This design comes from an exercise in tuning for small area, a short achievable clock period and few clock cycles per item on the open sky130 flow, not from production work.
No functional check of the RTL was part of any run shown here.
Power figures rest on the tool's default switching activity, not on a simulated workload.

## flow/design.v (module list and top-level ports; edited modules follow where they fit)
// module whorl_xu: 195 lines
// module whorl_xu_mul: 1628 lines
module whorl_xu (
    input             clk,
    input             rst,           
    input             in_valid,
    output            in_ready,
    input      [5:0]  in_op,
    input      [1:0]  in_acc,        
    input      [15:0] in_imm,
    input      [31:0] in_a,
    input      [31:0] in_b,
    input      [31:0] in_d,          
    output reg        out_valid,
    output reg [31:0] out_res,
    output reg [47:0] out_acc,
    output reg        out_sat,
    output reg        out_illegal
);
  // ...
==> flow/run.sh <==
#!/bin/bash
# synth_recipe.tcl (not shown) runs the flow's synth.tcl, then flattens the netlist and writes it again
# the make line also repeats each setting of config.mk as NAME=value (left out here)
make -C /OpenROAD-flow-scripts/flow DESIGN_CONFIG=/design/flow/config.mk WORK_HOME=/design/flow/orfs CLKGATE_MAP_FILE= SYNTH_SCRIPT=/design/flow/synth_recipe.tcl finish
==> flow/config.mk <==
export PLATFORM = sky130hd
export DESIGN_NAME = whorl_xu
export DESIGN_NICKNAME = whorl_xu
export VERILOG_FILES = /design/flow/design.v
export SDC_FILE = /design/flow/constraint.sdc
export NUM_CORES = 4
export LEC_CHECK = 0
export ABC_AREA = 1
export CAP_MARGIN = 20
export CORE_MARGIN = 2
export CORE_UTILIZATION = 50
export PLACE_DENSITY = 0.65
export SLEW_MARGIN = 20
==> flow/constraint.sdc <==
create_clock -name core_clock -period 24.0 [get_ports {clk}]
set_input_delay 4.8000 -clock core_clock [delete_from_list [all_inputs] [get_ports {clk}]]
set_output_delay 4.8000 -clock core_clock [all_outputs]
set_load 0.01 [all_outputs]
==> run summary, run 1 <==
met2 Use GR -> 0.679
status -> finished clean
DR WL met3 -> 42.1 mm
CTS Buf Count -> 68
sequential element share of the synthesized area -> 0.215
most common cell in the netlist -> nand2_1
Clock Tree Buf Depth -> 3
hold path depth -> 0
most frequent cells in the layout -> nand2_1 (2024), inv_1 (1157), nor2_1 (807)
sequential share of cell area -> 0.197
fin crit share -> 0.435
Cell Int Power -> 4290 uW
setup_tns -> 0 ns
WL final -> 322 mm
HP Class -> register to register
ratio of cells with drive above 1 in the final layout -> 0.0497
P&R area growth vs syn -> 8.78%
grt peak-use layer -> met2
critical path depth in cells -> 45
critical path type -> register to register
CTS clk-pin slew, worst paths -> 0.07 ns
FILL cells -> 13100
CTS root buf -> clkbuf_16
Global Route Usage Sum -> 0.459
Sequential Area -> 14400 sq um
seq_cells -> 621
Top Metal Used -> met5
Slew Viols, Final -> 0
footprint of the multi-input gates -> 45700 sq um
post-synth top area share -> 0.133
Post-synth EDFFs -> 192
Post-Synthesis Cells -> 9464
==> module whorl_xu, before the edit <==
module whorl_xu (
    input             clk,
    input             rst,           
    input             in_valid,
    output            in_ready,
    input      [5:0]  in_op,
    input      [1:0]  in_acc,        
    input      [15:0] in_imm,
    input      [31:0] in_a,
    input      [31:0] in_b,
    input      [31:0] in_d,          
    output reg        out_valid,
    output reg [31:0] out_res,
    output reg [47:0] out_acc,
    output reg        out_sat,
    output reg        out_illegal
);
    localparam [5:0] OP_NOP  = 6'h00, OP_ADD  = 6'h01, OP_SUB  = 6'h02,
                     OP_ADDW = 6'h03, OP_SUBW = 6'h04, OP_NEG  = 6'h05,
                     OP_ABS  = 6'h06, OP_MIN  = 6'h07, OP_MAX  = 6'h08,
                     OP_CLMP = 6'h09, OP_AND  = 6'h0A, OP_OR   = 6'h0B,
                     OP_XOR  = 6'h0C, OP_SHL  = 6'h0D, OP_SAR  = 6'h0E,
                     OP_SHR  = 6'h0F, OP_LIH  = 6'h10, OP_LIL  = 6'h11,
                     OP_ADDI = 6'h12, OP_SLT  = 6'h13, OP_CMOV = 6'h14,
                     OP_MUL  = 6'h18, OP_MAC  = 6'h19, OP_MSU  = 6'h1A,
                     OP_ALD  = 6'h1B, OP_ARD  = 6'h1C, OP_ACLP = 6'h1D;
    localparam [31:0] MAX32 = 32'h7FFF_FFFF, MIN32 = 32'h8000_0000;
    localparam [47:0] MAX48 = 48'h7FFF_FFFF_FFFF, MIN48 = 48'h8000_0000_0000;
    assign in_ready = 1'b1;
    wire in_ald  = (in_op == OP_ALD);
    wire in_aclp = (in_op == OP_ACLP);
    reg        v0;
    reg [5:0]  op0;
    reg [1:0]  ai0;
    reg [15:0] imm0;
    reg [31:0] a0, b0, d0;
    always @(posedge clk) begin
        v0   <= rst ? 1'b0 : in_valid;
        op0  <= in_op;
        ai0  <= in_acc;
        imm0 <= in_imm;
        a0   <= in_a;
        b0   <= in_aclp ? (in_a[31] ? 32'hE000_0000 : 32'h2000_0000) :
                in_ald  ? 32'h2000_0000 : in_b;
        d0   <= in_d;
    end
    wire is_add  = op0 == OP_ADD,  is_sub  = op0 == OP_SUB,  is_addw = op0 == OP_ADDW;
    wire is_subw = op0 == OP_SUBW, is_neg  = op0 == OP_NEG,  is_abs  = op0 == OP_ABS;
    wire is_min  = op0 == OP_MIN,  is_max  = op0 == OP_MAX,  is_clmp = op0 == OP_CLMP;
    wire is_and  = op0 == OP_AND,  is_or   = op0 == OP_OR,   is_xor  = op0 == OP_XOR;
    wire is_shl  = op0 == OP_SHL,  is_sar  = op0 == OP_SAR,  is_shr  = op0 == OP_SHR;
    wire is_lih  = op0 == OP_LIH,  is_lil  = op0 == OP_LIL,  is_addi = op0 == OP_ADDI;
    wire is_slt  = op0 == OP_SLT,  is_cmov = op0 == OP_CMOV, is_mul  = op0 == OP_MUL;
    wire is_mac  = op0 == OP_MAC,  is_msu  = op0 == OP_MSU,  is_ald  = op0 == OP_ALD;
    wire is_ard  = op0 == OP_ARD,  is_aclp = op0 == OP_ACLP;
    wire legal   = (op0 <= OP_CMOV) || (op0 >= OP_MUL && op0 <= OP_ACLP);
    wire [63:17] ms, mc;
    wire         mc17;
    whorl_xu_mul mul (
        .a(a0), .b(b0), .rmul(is_mul), .nsgn(~(a0[31] ^ b0[31])),
        .s_o(ms), .c_o(mc), .c17(mc17)
    );
    wire [31:0] simm   = {{16{imm0[15]}}, imm0};
    wire        neg_a  = is_neg | is_abs;
    wire        neg_b  = is_clmp;
    wire        inv_b  = is_sub | is_subw | is_min | is_max | is_slt;
    wire [31:0] ax     = (neg_a | neg_b) ? 32'd0 : a0;
    wire [31:0] ay     = is_addi ? simm : neg_a ? ~a0 : (neg_b | inv_b) ? ~b0 : b0;
    wire        acin   = neg_a | neg_b | inv_b;
    wire [32:0] asum   = {ax[31], ax} + {ay[31], ay} + {32'd0, acin};
    wire        aovf   = asum[32] ^ asum[31];
    wire [31:0] asat   = aovf ? (asum[32] ? MIN32 : MAX32) : asum[31:0];
    wire        lt     = asum[32];                
    wire        bmin   = aovf;                    
    wire [31:0] cm     = b0[31] ? (bmin ? MAX32 : asum[31:0]) : b0;
    wire [31:0] cnm    = b0[31] ? (bmin ? 32'h8000_0001 : b0) : asum[31:0];
    wire        c_hi   = $signed(a0) > $signed(cm);
    wire        c_lo   = $signed(a0) < $signed(cnm);
    wire [31:0] clmp   = c_hi ? cm : c_lo ? cnm : a0;
    reg  [31:0] a_rev;
    integer     ri;
    always @* for (ri = 0; ri < 32; ri = ri + 1) a_rev[ri] = a0[31-ri];
    wire [4:0]  k      = imm0[4:0];
    wire [31:0] sh_in  = is_shl ? a_rev : a0;
    wire        sh_fill = is_sar & a0[31];
    wire [63:0] sh_ext = {{32{sh_fill}}, sh_in};
    wire [31:0] sh_out = sh_ext >> k;
    reg  [31:0] sh_rev;
    always @* for (ri = 0; ri < 32; ri = ri + 1) sh_rev[ri] = sh_out[31-ri];
    wire [30:0] sdiff  = a0[30:0] ^ {31{a0[31]}};
    reg  [30:0] smask;
    always @* for (ri = 0; ri < 31; ri = ri + 1) smask[ri] = ({1'b0, k} + ri) >= 31;
    wire        shl_ovf = |(sdiff & smask);
    wire [31:0] shl_res = shl_ovf ? (a0[31] ? MIN32 : MAX32) : sh_rev;
    reg [31:0] res1_d;
    reg        sat1_d;
    always @* begin
        res1_d = 32'd0;
        sat1_d = 1'b0;
        case (op0)
            OP_ADD, OP_SUB, OP_ADDI: begin res1_d = asat; sat1_d = aovf; end
            OP_ADDW, OP_SUBW:        res1_d = asum[31:0];
            OP_NEG:                  begin res1_d = asat; sat1_d = aovf; end
            OP_ABS:  begin res1_d = a0[31] ? asat : a0; sat1_d = a0[31] & aovf; end
            OP_MIN:  res1_d = lt ? a0 : b0;
            OP_MAX:  res1_d = lt ? b0 : a0;
            OP_CLMP: begin res1_d = clmp; sat1_d = bmin; end
            OP_AND:  res1_d = a0 & b0;
            OP_OR:   res1_d = a0 | b0;
            OP_XOR:  res1_d = a0 ^ b0;
            OP_SHL:  begin res1_d = shl_res; sat1_d = shl_ovf; end
            OP_SAR, OP_SHR: res1_d = sh_out;
            OP_LIH:  res1_d = {imm0, 16'h0000};
            OP_LIL:  res1_d = {d0[31:16], imm0};
            OP_SLT:  res1_d = {31'd0, lt};
            OP_CMOV: res1_d = (b0 != 32'd0) ? a0 : d0;
            default: ;
        endcase
    end
    reg         v1;
    reg [1:0]   ai1;
    reg         mul1, msu1, macmsu1, ald1, aclp1, ard1, ill1;
    reg [31:0]  res1;
    reg         sat1;
    reg [63:17] ms1, mc1;
    reg         mc17_1;
    always @(posedge clk) begin
        v1      <= rst ? 1'b0 : v0;
        ai1     <= ai0;
        mul1    <= is_mul;
        msu1    <= is_msu;
        macmsu1 <= is_mac | is_msu;
        ald1    <= is_ald;
        aclp1   <= is_aclp;
        ard1    <= is_ard;
        ill1    <= ~legal;
        res1    <= res1_d;
        sat1    <= sat1_d;
        ms1     <= ms;
        mc1     <= mc;
        mc17_1  <= mc17;
    end
    wire [46:0] t      = ms1 + mc1 + {46'd0, mc17_1};
    wire        mfit   = (t[46:43] == {4{t[43]}});
    wire [31:0] mulres = mfit ? t[43:12] : (t[46] ? MIN32 : MAX32);
    reg         v2;
    reg [1:0]   ai2;
    reg         msu2, macmsu2, ald2, aclp2, ard2, ill2;
    reg [46:0]  tx2;             
    reg [31:0]  res2;
    reg         sat2;
    always @(posedge clk) begin
        v2      <= rst ? 1'b0 : v1;
        ai2     <= ai1;
        msu2    <= msu1;
        macmsu2 <= macmsu1;
        ald2    <= ald1;
        aclp2   <= aclp1;
        ard2    <= ard1;
        ill2    <= ill1;
        tx2     <= msu1 ? ~t : t;
        res2    <= mul1 ? mulres : res1;
        sat2    <= mul1 ? ~mfit : sat1;
    end
    reg  [47:0] acc [0:3];
    wire [47:0] acc_old = acc[ai2];
    wire [47:0] tx      = {tx2[46], tx2};
    wire [48:0] sum     = {acc_old[47], acc_old} + {tx[47], tx} + {48'd0, msu2};
    wire        sovf    = sum[48] ^ sum[47];
    wire [47:0] macv    = sovf ? (sum[48] ? MIN48 : MAX48) : sum[47:0];
    wire        cl_hi   = $signed(acc_old) > $signed(tx);
    wire        cl_lo   = sum[48];                  
    wire [47:0] negm    = {-tx[47:12], 12'h000};
    wire [47:0] aclpv   = cl_hi ? tx : cl_lo ? negm : acc_old;
    wire        ard_up  = acc_old[11] & (~acc_old[47] | (|acc_old[10:0]));
    wire [36:0] ardw    = {acc_old[47], acc_old[47:12]} + {36'd0, ard_up};
    wire        ardfit  = (ardw[36:31] == {6{ardw[31]}});
    wire [31:0] ardres  = ardfit ? ardw[31:0] : (ardw[36] ? MIN32 : MAX32);
    wire [47:0] acc_new = macmsu2 ? macv : ald2 ? tx : aclp2 ? aclpv : acc_old;
    wire        acc_we  = v2 & (macmsu2 | ald2 | aclp2);
    integer i;
    always @(posedge clk) begin
        if (rst) begin
            for (i = 0; i < 4; i = i + 1)
                acc[i] <= 48'd0;
        end else if (acc_we) begin
            acc[ai2] <= acc_new;
        end
        out_valid   <= rst ? 1'b0 : v2;
        out_res     <= ard2 ? ardres : res2;
        out_acc     <= acc_new;
        out_sat     <= (macmsu2 & sovf) | (ard2 & ~ardfit) | sat2;
        out_illegal <= ill2;
    end
endmodule
==> run 2: changes to the inputs <==
--- a/flow/design.v
+++ b/flow/design.v
@@ -44,15 +44,8 @@
                 in_ald  ? 32'h2000_0000 : in_b;
         d0   <= in_d;
     end
-    wire is_add  = op0 == OP_ADD,  is_sub  = op0 == OP_SUB,  is_addw = op0 == OP_ADDW;
-    wire is_subw = op0 == OP_SUBW, is_neg  = op0 == OP_NEG,  is_abs  = op0 == OP_ABS;
-    wire is_min  = op0 == OP_MIN,  is_max  = op0 == OP_MAX,  is_clmp = op0 == OP_CLMP;
-    wire is_and  = op0 == OP_AND,  is_or   = op0 == OP_OR,   is_xor  = op0 == OP_XOR;
-    wire is_shl  = op0 == OP_SHL,  is_sar  = op0 == OP_SAR,  is_shr  = op0 == OP_SHR;
-    wire is_lih  = op0 == OP_LIH,  is_lil  = op0 == OP_LIL,  is_addi = op0 == OP_ADDI;
-    wire is_slt  = op0 == OP_SLT,  is_cmov = op0 == OP_CMOV, is_mul  = op0 == OP_MUL;
-    wire is_mac  = op0 == OP_MAC,  is_msu  = op0 == OP_MSU,  is_ald  = op0 == OP_ALD;
-    wire is_ard  = op0 == OP_ARD,  is_aclp = op0 == OP_ACLP;
+    wire is_mul  = op0 == OP_MUL,  is_mac  = op0 == OP_MAC,  is_msu  = op0 == OP_MSU;
+    wire is_ald  = op0 == OP_ALD,  is_ard  = op0 == OP_ARD,  is_aclp = op0 == OP_ACLP;
     wire legal   = (op0 <= OP_CMOV) || (op0 >= OP_MUL && op0 <= OP_ACLP);
     wire [63:17] ms, mc;
     wire         mc17;
@@ -60,68 +53,17 @@
         .a(a0), .b(b0), .rmul(is_mul), .nsgn(~(a0[31] ^ b0[31])),
         .s_o(ms), .c_o(mc), .c17(mc17)
     );
-    wire [31:0] simm   = {{16{imm0[15]}}, imm0};
-    wire        neg_a  = is_neg | is_abs;
-    wire        neg_b  = is_clmp;
-    wire        inv_b  = is_sub | is_subw | is_min | is_max | is_slt;
-    wire [31:0] ax     = (neg_a | neg_b) ? 32'd0 : a0;
-    wire [31:0] ay     = is_addi ? simm : neg_a ? ~a0 : (neg_b | inv_b) ? ~b0 : b0;
-    wire        acin   = neg_a | neg_b | inv_b;
-    wire [32:0] asum   = {ax[31], ax} + {ay[31], ay} + {32'd0, acin};
-    wire        aovf   = asum[32] ^ asum[31];
-    wire [31:0] asat   = aovf ? (asum[32] ? MIN32 : MAX32) : asum[31:0];
-    wire        lt     = asum[32];                
-    wire        bmin   = aovf;                    
-    wire [31:0] cm     = b0[31] ? (bmin ? MAX32 : asum[31:0]) : b0;
-    wire [31:0] cnm    = b0[31] ? (bmin ? 32'h8000_0001 : b0) : asum[31:0];
-    wire        c_hi   = $signed(a0) > $signed(cm);
-    wire        c_lo   = $signed(a0) < $signed(cnm);
-    wire [31:0] clmp   = c_hi ? cm : c_lo ? cnm : a0;
-    reg  [31:0] a_rev;
-    integer     ri;
-    always @* for (ri = 0; ri < 32; ri = ri + 1) a_rev[ri] = a0[31-ri];
-    wire [4:0]  k      = imm0[4:0];
-    wire [31:0] sh_in  = is_shl ? a_rev : a0;
-    wire        sh_fill = is_sar & a0[31];
-    wire [63:0] sh_ext = {{32{sh_fill}}, sh_in};
-    wire [31:0] sh_out = sh_ext >> k;
-    reg  [31:0] sh_rev;
-    always @* for (ri = 0; ri < 32; ri = ri + 1) sh_rev[ri] = sh_out[31-ri];
-    wire [30:0] sdiff  = a0[30:0] ^ {31{a0[31]}};
-    reg  [30:0] smask;
-    always @* for (ri = 0; ri < 31; ri = ri + 1) smask[ri] = ({1'b0, k} + ri) >= 31;
-    wire        shl_ovf = |(sdiff & smask);
-    wire [31:0] shl_res = shl_ovf ? (a0[31] ? MIN32 : MAX32) : sh_rev;
-    reg [31:0] res1_d;
-    reg        sat1_d;
-    always @* begin
-        res1_d = 32'd0;
-        sat1_d = 1'b0;
-        case (op0)
-            OP_ADD, OP_SUB, OP_ADDI: begin res1_d = asat; sat1_d = aovf; end
-            OP_ADDW, OP_SUBW:        res1_d = asum[31:0];
-            OP_NEG:                  begin res1_d = asat; sat1_d = aovf; end
-            OP_ABS:  begin res1_d = a0[31] ? asat : a0; sat1_d = a0[31] & aovf; end
-            OP_MIN:  res1_d = lt ? a0 : b0;
-            OP_MAX:  res1_d = lt ? b0 : a0;
-            OP_CLMP: begin res1_d = clmp; sat1_d = bmin; end
-            OP_AND:  res1_d = a0 & b0;
-            OP_OR:   res1_d = a0 | b0;
-            OP_XOR:  res1_d = a0 ^ b0;
-            OP_SHL:  begin res1_d = shl_res; sat1_d = shl_ovf; end
-            OP_SAR, OP_SHR: res1_d = sh_out;
-            OP_LIH:  res1_d = {imm0, 16'h0000};
-            OP_LIL:  res1_d = {d0[31:16], imm0};
-            OP_SLT:  res1_d = {31'd0, lt};
-            OP_CMOV: res1_d = (b0 != 32'd0) ? a0 : d0;
-            default: ;
-        endcase
-    end
+    wire [31:0] alu_res;
+    wire        alu_rep, alu_sgn, alu_sat;
+    whorl_xu_alu alu (
+        .op(op0), .a(a0), .b(b0), .d(d0), .imm(imm0),
+        .res(alu_res), .rep(alu_rep), .sgn(alu_sgn), .sat(alu_sat)
+    );
     reg         v1;
     reg [1:0]   ai1;
     reg         mul1, msu1, macmsu1, ald1, aclp1, ard1, ill1;
     reg [31:0]  res1;
-    reg         sat1;
+    reg         rep1, sgn1, sat1;
     reg [63:17] ms1, mc1;
     reg         mc17_1;
     always @(posedge clk) begin
@@ -134,24 +76,29 @@
         aclp1   <= is_aclp;
         ard1    <= is_ard;
         ill1    <= ~legal;
-        res1    <= res1_d;
-        sat1    <= sat1_d;
+        res1    <= alu_res;
+        rep1    <= alu_rep;
+        sgn1    <= alu_sgn;
+        sat1    <= alu_sat;
         ms1     <= ms;
         mc1     <= mc;
         mc17_1  <= mc17;
     end
     wire [46:0] t      = ms1 + mc1 + {46'd0, mc17_1};
     wire        mfit   = (t[46:43] == {4{t[43]}});
-    wire [31:0] mulres = mfit ? t[43:12] : (t[46] ? MIN32 : MAX32);
+    wire        rep    = mul1 ? ~mfit : rep1;
+    wire        sgn    = mul1 ? t[46] : sgn1;
+    wire [31:0] res_v  = mul1 ? t[43:12] : res1;
     reg         v2;
-    reg [1:0]   ai2;
+    reg [3:0]   sel2, we2;       
     reg         msu2, macmsu2, ald2, aclp2, ard2, ill2;
     reg [46:0]  tx2;             
-    reg [31:0]  res2;
+    reg [31:0]  res2;            
     reg         sat2;
     always @(posedge clk) begin
         v2      <= rst ? 1'b0 : v1;
-        ai2     <= ai1;
+        sel2    <= 4'b0001 << ai1;
+        we2     <= (v1 & (macmsu1 | ald1 | aclp1)) ? (4'b0001 << ai1) : 4'b0000;
         msu2    <= msu1;
         macmsu2 <= macmsu1;
         ald2    <= ald1;
@@ -159,40 +106,119 @@
         ard2    <= ard1;
         ill2    <= ill1;
         tx2     <= msu1 ? ~t : t;
-        res2    <= mul1 ? mulres : res1;
+        res2    <= rep ? (sgn ? MIN32 : MAX32) : res_v;
         sat2    <= mul1 ? ~mfit : sat1;
     end
     reg  [47:0] acc [0:3];
-    wire [47:0] acc_old = acc[ai2];
+    wire [47:0] acc_old = ({48{sel2[0]}} & acc[0]) | ({48{sel2[1]}} & acc[1]) |
+                          ({48{sel2[2]}} & acc[2]) | ({48{sel2[3]}} & acc[3]);
     wire [47:0] tx      = {tx2[46], tx2};
     wire [48:0] sum     = {acc_old[47], acc_old} + {tx[47], tx} + {48'd0, msu2};
     wire        sovf    = sum[48] ^ sum[47];
     wire [47:0] macv    = sovf ? (sum[48] ? MIN48 : MAX48) : sum[47:0];
     wire        cl_hi   = $signed(acc_old) > $signed(tx);
     wire        cl_lo   = sum[48];                  
-    wire [47:0] negm    = {-tx[47:12], 12'h000};
+    wire [47:0] negm    = {{4{res2[31]}}, res2, 12'h000};    
     wire [47:0] aclpv   = cl_hi ? tx : cl_lo ? negm : acc_old;
     wire        ard_up  = acc_old[11] & (~acc_old[47] | (|acc_old[10:0]));
     wire [36:0] ardw    = {acc_old[47], acc_old[47:12]} + {36'd0, ard_up};
     wire        ardfit  = (ardw[36:31] == {6{ardw[31]}});
     wire [31:0] ardres  = ardfit ? ardw[31:0] : (ardw[36] ? MIN32 : MAX32);
     wire [47:0] acc_new = macmsu2 ? macv : ald2 ? tx : aclp2 ? aclpv : acc_old;
-    wire        acc_we  = v2 & (macmsu2 | ald2 | aclp2);
     integer i;
     always @(posedge clk) begin
-        if (rst) begin
-            for (i = 0; i < 4; i = i + 1)
+        for (i = 0; i < 4; i = i + 1)
+            if (rst)
                 acc[i] <= 48'd0;
-        end else if (acc_we) begin
-            acc[ai2] <= acc_new;
-        end
+            else if (we2[i])
+                acc[i] <= acc_new;
         out_valid   <= rst ? 1'b0 : v2;
-        out_res     <= ard2 ? ardres : res2;
+        out_res     <= ard2 ? ardres : aclp2 ? 32'd0 : res2;
         out_acc     <= acc_new;
         out_sat     <= (macmsu2 & sovf) | (ard2 & ~ardfit) | sat2;
         out_illegal <= ill2;
     end
 endmodule
+module whorl_xu_alu (
+    input      [5:0]  op,
+    input      [31:0] a,
+    input      [31:0] b,
+    input      [31:0] d,
+    input      [15:0] imm,
+    output     [31:0] res,
+    output            rep,       
+    output            sgn,       
+    output            sat        
+);
+    wire is_add  = op == 6'h01, is_sub  = op == 6'h02, is_addw = op == 6'h03;
+    wire is_subw = op == 6'h04, is_neg  = op == 6'h05, is_abs  = op == 6'h06;
+    wire is_min  = op == 6'h07, is_max  = op == 6'h08, is_clmp = op == 6'h09;
+    wire is_and  = op == 6'h0A, is_or   = op == 6'h0B, is_xor  = op == 6'h0C;
+    wire is_shl  = op == 6'h0D, is_sar  = op == 6'h0E, is_shr  = op == 6'h0F;
+    wire is_lih  = op == 6'h10, is_lil  = op == 6'h11, is_addi = op == 6'h12;
+    wire is_slt  = op == 6'h13, is_cmov = op == 6'h14, is_aclp = op == 6'h1D;
+    wire        sub_b = is_sub | is_subw;
+    wire [31:0] y     = is_addi ? {{16{imm[15]}}, imm} : (sub_b ? ~b : b);
+    wire [32:0] s     = {a[31], a} + {y[31], y} + {32'd0, sub_b};
+    wire        s_ovf = s[32] ^ s[31];
+    wire [31:0] nx    = is_clmp ? b : a;
+    wire [31:0] n     = ~nx + 32'd1;
+    wire        n_ovf = nx[31] & ~(|nx[30:0]);    
+    wire        lt    = $signed(a) < $signed(b);
+    wire        eq    = a == b;
+    wire        bneg  = b[31];
+    wire        bmin  = n_ovf;                    
+    wire        s_pos = ~s[32] & (|s[31:0]);      
+    wire        c_hi  = bneg ? s_pos : ~lt & ~eq;
+    wire        c_lo  = bneg ? (bmin ? eq : lt) : s[32];
+    wire        c_n   = (c_hi & bneg & ~bmin) | (c_lo & ~bneg);
+    wire        c_b   = (c_hi & ~bneg) | (c_lo & bneg & ~bmin);
+    wire        c_m1  = c_lo & bmin;
+    wire [4:0]  k = imm[4:0];
+    reg  [31:0] a_rev, sh_rev;
+    integer     i;
+    always @* for (i = 0; i < 32; i = i + 1) a_rev[i] = a[31-i];
+    wire        fill  = is_sar & a[31];
+    wire [31:0] sh0   = is_shl ? a_rev : a;
+    wire [31:0] sh1   = k[0] ? {fill, sh0[31:1]}         : sh0;
+    wire [31:0] sh2   = k[1] ? {{2{fill}}, sh1[31:2]}    : sh1;
+    wire [31:0] sh3   = k[2] ? {{4{fill}}, sh2[31:4]}    : sh2;
+    wire [31:0] sh4   = k[3] ? {{8{fill}}, sh3[31:8]}    : sh3;
+    wire [31:0] sh5   = k[4] ? {{16{fill}}, sh4[31:16]}  : sh4;
+    always @* for (i = 0; i < 32; i = i + 1) sh_rev[i] = sh5[31-i];
+    wire [30:0] sdiff = a[30:0] ^ {31{a[31]}};
+    reg  [30:0] smask;
+    always @* for (i = 0; i < 31; i = i + 1) smask[i] = (k >= 5'd31 - i);
+    wire        shl_ovf = |(sdiff & smask);
+    wire        bnz   = |b;
+    wire sel_s  = is_add | is_sub | is_addw | is_subw | is_addi;
+    wire sel_n  = is_neg | (is_abs & a[31]) | (is_clmp & c_n) | (is_aclp & ~a[31]);
+    wire sel_a  = (is_abs & ~a[31]) | (is_min & lt) | (is_max & ~lt) |
+                  (is_clmp & ~c_hi & ~c_lo) | (is_cmov & bnz) |
+                  (is_aclp & a[31]);
+    wire sel_b  = (is_min & ~lt) | (is_max & lt) | (is_clmp & c_b);
+    wire sel_d  = is_cmov & ~bnz;
+    wire sel_sh = is_shl | is_sar | is_shr;
+    wire sel_ab = is_and | is_or;
+    wire sel_ax = is_or | is_xor;
+    assign res = ({32{sel_s}}  & s[31:0]) |
+                 ({32{sel_n}}  & n) |
+                 ({32{sel_a}}  & a) |
+                 ({32{sel_b}}  & b) |
+                 ({32{sel_d}}  & d) |
+                 ({32{sel_ab}} & (a & b)) |
+                 ({32{sel_ax}} & (a ^ b)) |
+                 ({32{is_shl}} & sh_rev) |
+                 ({32{is_sar | is_shr}} & sh5) |
+                 {is_lih ? imm : is_lil ? d[31:16] : 16'h0000,
+                  is_lil ? imm : 16'h0000} |
+                 {is_clmp & c_m1, 30'd0, (is_clmp & c_m1) | (is_slt & lt)};
+    assign rep = ((is_add | is_sub | is_addi) & s_ovf) |
+                 ((is_neg | (is_abs & a[31])) & n_ovf) |
+                 (is_shl & shl_ovf);
+    assign sgn = is_shl ? a[31] : (is_add | is_sub | is_addi) ? s[32] : 1'b0;
+    assign sat = rep | (is_clmp & bmin);
+endmodule
 module whorl_xu_mul (
     input  [31:0] a,
     input  [31:0] b,
==> run summary, run 2 <==
number of max-cap violations -> 0 (unchanged)
core box area -> 126000 sq um (was 133000 sq um)
Max H-tree Level -> 3 (unchanged)
max reg flops -> 192 (unchanged)
Global Route Usage Sum -> 0.428 (was 0.459)
DP HPWL -> 209 mm (was 229 mm)
Placement Setup Slack -> 16.98 ns (was 13.96 ns)
distinct cell type count after synthesis -> 61 (was 68)
DR pass1 iterations -> 7 (was 10)
Buffers on Ports -> 205 (unchanged)
delay-heaviest family, CP -> buffers and inverters (was simple AND/OR/NAND/NOR gates)
die area -> 130000 sq um (was 137000 sq um)
Arrival @ worst endpoint -> 1.89 ns (was 10.99 ns)
Post-Synthesis Cells -> 9197 (was 9464)
CTS root buf -> clkbuf_16 (unchanged)
largest reg by FF count -> acc (unchanged)
Slew Viols, Final -> 0 (unchanged)
Avg WL per Cell -> 26.3 um (was 28.8 um)
ratio of cells with drive above 1 in the final layout -> 0.0491 (was 0.0497)
Max Clock Skew -> 0.0613 ns (was 0.0442 ns)
Final Critical Period -> 6.69 ns (was 10.44 ns)
sequential element share of the synthesized area -> 0.199 (was 0.215)
clk sink count -> 629 (was 621)
r2r worst-path depth -> 21 (was 45)
Worst R2R End -> acc[1][35] (was res1[10])
# nets final -> 9995 (was 10300)
Antenna Violating Nets Remaining -> 0 (unchanged)
Worst Path Required -> 19.20 ns (was 24.56 ns)
vias -> 65100 (was 70000)
endpoints failing setup -> 0 (unchanged)
Die Wd -> 360 um (was 370 um)
Post-CTS Setup Bufs -> 0 (unchanged)
setup ws final -> 17.31 ns (was 13.56 ns)
fraction of registers with async set/reset -> 0 (unchanged)
Largest regs -> acc: 192 flops, out_acc: 48 flops, tx2: 47 flops (unchanged)
Hold Path Origin -> ai0[1] (was ald1)
P&R area growth vs syn -> 9.11% (was 8.78%)
io pins -> 207 (unchanged)
Avg Inst Size Synth -> 6.89 sq um (was 7.07 sq um)
global-route wire length before repair -> 415 mm (was 459 mm)
Synth Net Count -> 10100 (was 10400)
crit-path max FO -> 1 (was 80)
most common cell in the netlist -> nand2_1 (unchanged)
largest net degree at the start of global routing -> 90 (was 91)
Vias/cell -> 6.02 (was 6.26)
Power Density -> 122 nW/um^2 (was 134 nW/um^2)
Post-synth EDFFs -> 0 (was 192)
Hold Buf Count CTS -> 0 (unchanged)
critical path type -> register to primary output (was register to register)
Slew HR -> 0.130 (was 0.0936)
top cells by count, synth -> nand2_1 (2077), inv_1 (1300), nor2_1 (745) (was nand2_1 (2041), inv_1 (1160), nor2_1 (808))
initial antenna violation count -> 15 (was 21)
fin crit share -> 0.279 (was 0.435)
RR Startpoint -> sel2[0] (was op0[0])
die height -> 360 um (was 370 um)
Clock Latency Late Sink -> 0.72 ns (was 0.71 ns)
Synth Cell Area -> 63400 sq um (was 66900 sq um)
CTS Buf Count -> 70 (was 68)
most frequent cells in the layout -> nand2_1 (2062), inv_1 (1295), nor2_1 (741) (was nand2_1 (2024), inv_1 (1157), nor2_1 (807))
hold path depth -> 0 (unchanged)
GRT Residual Overflow -> 0 (unchanged)
Leak -> 0.0339 uW (was 0.0341 uW)
WL final -> 285 mm (was 322 mm)
CTS tree -> done (unchanged)
Cell Rows -> 130 (was 134)
worst vdd ir -> 0.195 mV (was 0.217 mV)
CP max stage cell -> clkdlybuf4s50_1 (was clkinv_1)
Worst R2R Setup Slack -> 17.65 ns (was 13.56 ns)
CTS resizes -> 0 (unchanged)
largest cells by area after synthesis -> dfxtp_1 (20%), fa_1 (14%), nand2_1 (12%) (was fa_1 (13%), dfxtp_1 (13%), nand2_1 (11%))
FF+latch count, synth -> 629 (was 621)
fmax -> 0.149 GHz (was 0.0958 GHz)
vias in the first global route -> 63400 (was 67300)
CP Capture Type -> primary output (was register)
critical path's largest stage delay -> 0.61 ns (was 0.62 ns)
Worst-Margin Slew -> 1.30 ns (was 1.36 ns)
Initial DRC Count -> 7496 (was 9990)
Post-route DRC -> 0 (unchanged)
most common cell after layout, fill and taps aside -> nand2_1 (unchanged)
FILL cells -> 12500 (was 13100)
hold path endpoint -> ai1[1] (was ald2)
Clock Tree Buf Depth -> 3 (unchanged)
crit start category -> register (unchanged)
post-synth top area share -> 0.199 (was 0.133)
CTS clk-pin slew, worst paths -> 0.06 ns (was 0.07 ns)
Crit path buffers/inverters -> 1 (was 11)
status -> finished clean (unchanged)
Synth area leader -> dfxtp_1 (was fa_1)
Final Hold Viols -> 0 (unchanged)
HP Class -> register to register (unchanged)
worst path cell trace -> clkdlybuf4s50_1
routability congestion estimate -> 1.06 (was 1.08)
Synthesis Warnings -> 3 (was 1)
RSZ-0062 raised after global routing -> false (unchanged)
Primary FF master, synth -> dfxtp_1 (unchanged)
Starting Density -> 0.504 (was 0.503)
setup_tns -> 0 ns (unchanged)
==> run 2: worst register-to-register path, delay by kind of cell, from the launching register on <==
family	cells	cell delay, ns
flip-flops	1	0.29
buffers and inverters	5	2.18
AO/OA/AOI/OAI	1	0.17
adder cells (fa/ha/maj)	1	0.51
AND/OR/NAND/NOR	14	3.13
==> run 2: routing by layer <==
| metal | GRT usage | vias to the layer above | wire [um] |
|---|---|---|---|
| met5 | 0 | - | 77 |
| met4 | 0.307 | 12 | 24500 |
| met3 | 0.115 | 1218 | 31700 |
| met2 | 0.669 | 4203 | 125000 |
| met1 | 0.507 | 30500 | 104000 |
| li1 | - | 29200 | - |
==> run 2: where the power goes <==
part           total (uW)  internal [uW]  switching [uW]
logic                5810           1980            3840
clock network        1130            640             494
registers            1490           1330             160
==> run 2: kinds of logic after synthesis <==
kind of cell    after synthesis  share of synthesized area
compound gates             1515                      0.144
xor+xnor                    701                     0.0968
fa+ha+maj                   768                      0.204
buf+inv                    1874                      0.114
flops                       629                      0.199
mux                           3                   0.000493
other cells                   1                  0.0000592
simple gates               3706                      0.242
==> run 2: worst max path at each step <==
stage,startpoint,to,slack [ns],cells after the start
detailed placement,in_op[0],b0[29],16.98,6
floorplan,in_op[3],b0[29],18.30,6
global route,out_acc[30],out_acc[30],17.30,1
global placement,in_op[3],b0[29],17.04,6
CTS,out_acc[30],out_acc[30],17.28,1
finish,out_acc[30],out_acc[30],17.31,1
==> run 2: area by class of cell <==
type / count / area [sq um] / area share
flip-flops and latches: 629 / 12600 / 0.182
well taps: 1650 / 2060 / 0.0298
inverters: 1349 / 5060 / 0.0732
clock inverters: 35 / 500 / 0.00724
clock buffers: 92 / 1940 / 0.0281
multi-input cells: 6694 / 43700 / 0.632
repair buffers: 360 / 3230 / 0.0467
diodes: 10 / 25.0 / 0.000362
==> run 2: stage by stage <==
step                hold slack [ns]  area [sq um]  std cells  total power (uW)  utilization
floorplan                     0.310         63400       9197              4710            -
detailed placement            0.315         66700      10700              7040        0.530
CTS                           0.329         69100      10800              8190        0.550
finish                        0.328         69200      10800              8440        0.550
global route                  0.336         69200      10800              9010        0.550
global placement              0.310         66700      10700              6950        0.530

==> re-timing with driven ports <==
The results above use ideal ports. As a check the final layouts listed here were re-extracted and re-timed, cells and wires unchanged.
Step 1, drivers: a clkbuf_16 drives clk and a buf_2 each remaining input, both assumed.
Step 2, shift: input delay + t, output delay - t, t = (earliest + latest rising clock arrival at the registers) / 2. This alone moves slack from input paths to output paths.
a / b / c = ideal / step 1 / step 2; a / b = the first two.
| run | t, ns | setup WS [ns] | worst setup path at the end | pins driven straight from the clock port |
|---|---|---|---|---|
| run 1 | 0.782 | 13.562 / 13.562 / 13.562 | register to register | 1 |
| run 2 | 0.778 | 17.310 / 17.225 / 17.202 | input to register | 1 |
After both steps setup and hold are still met in every run listed. The setup slack of run 2, which loses most, moves by -0.085 ns with the drivers and by -0.108 ns with both steps.
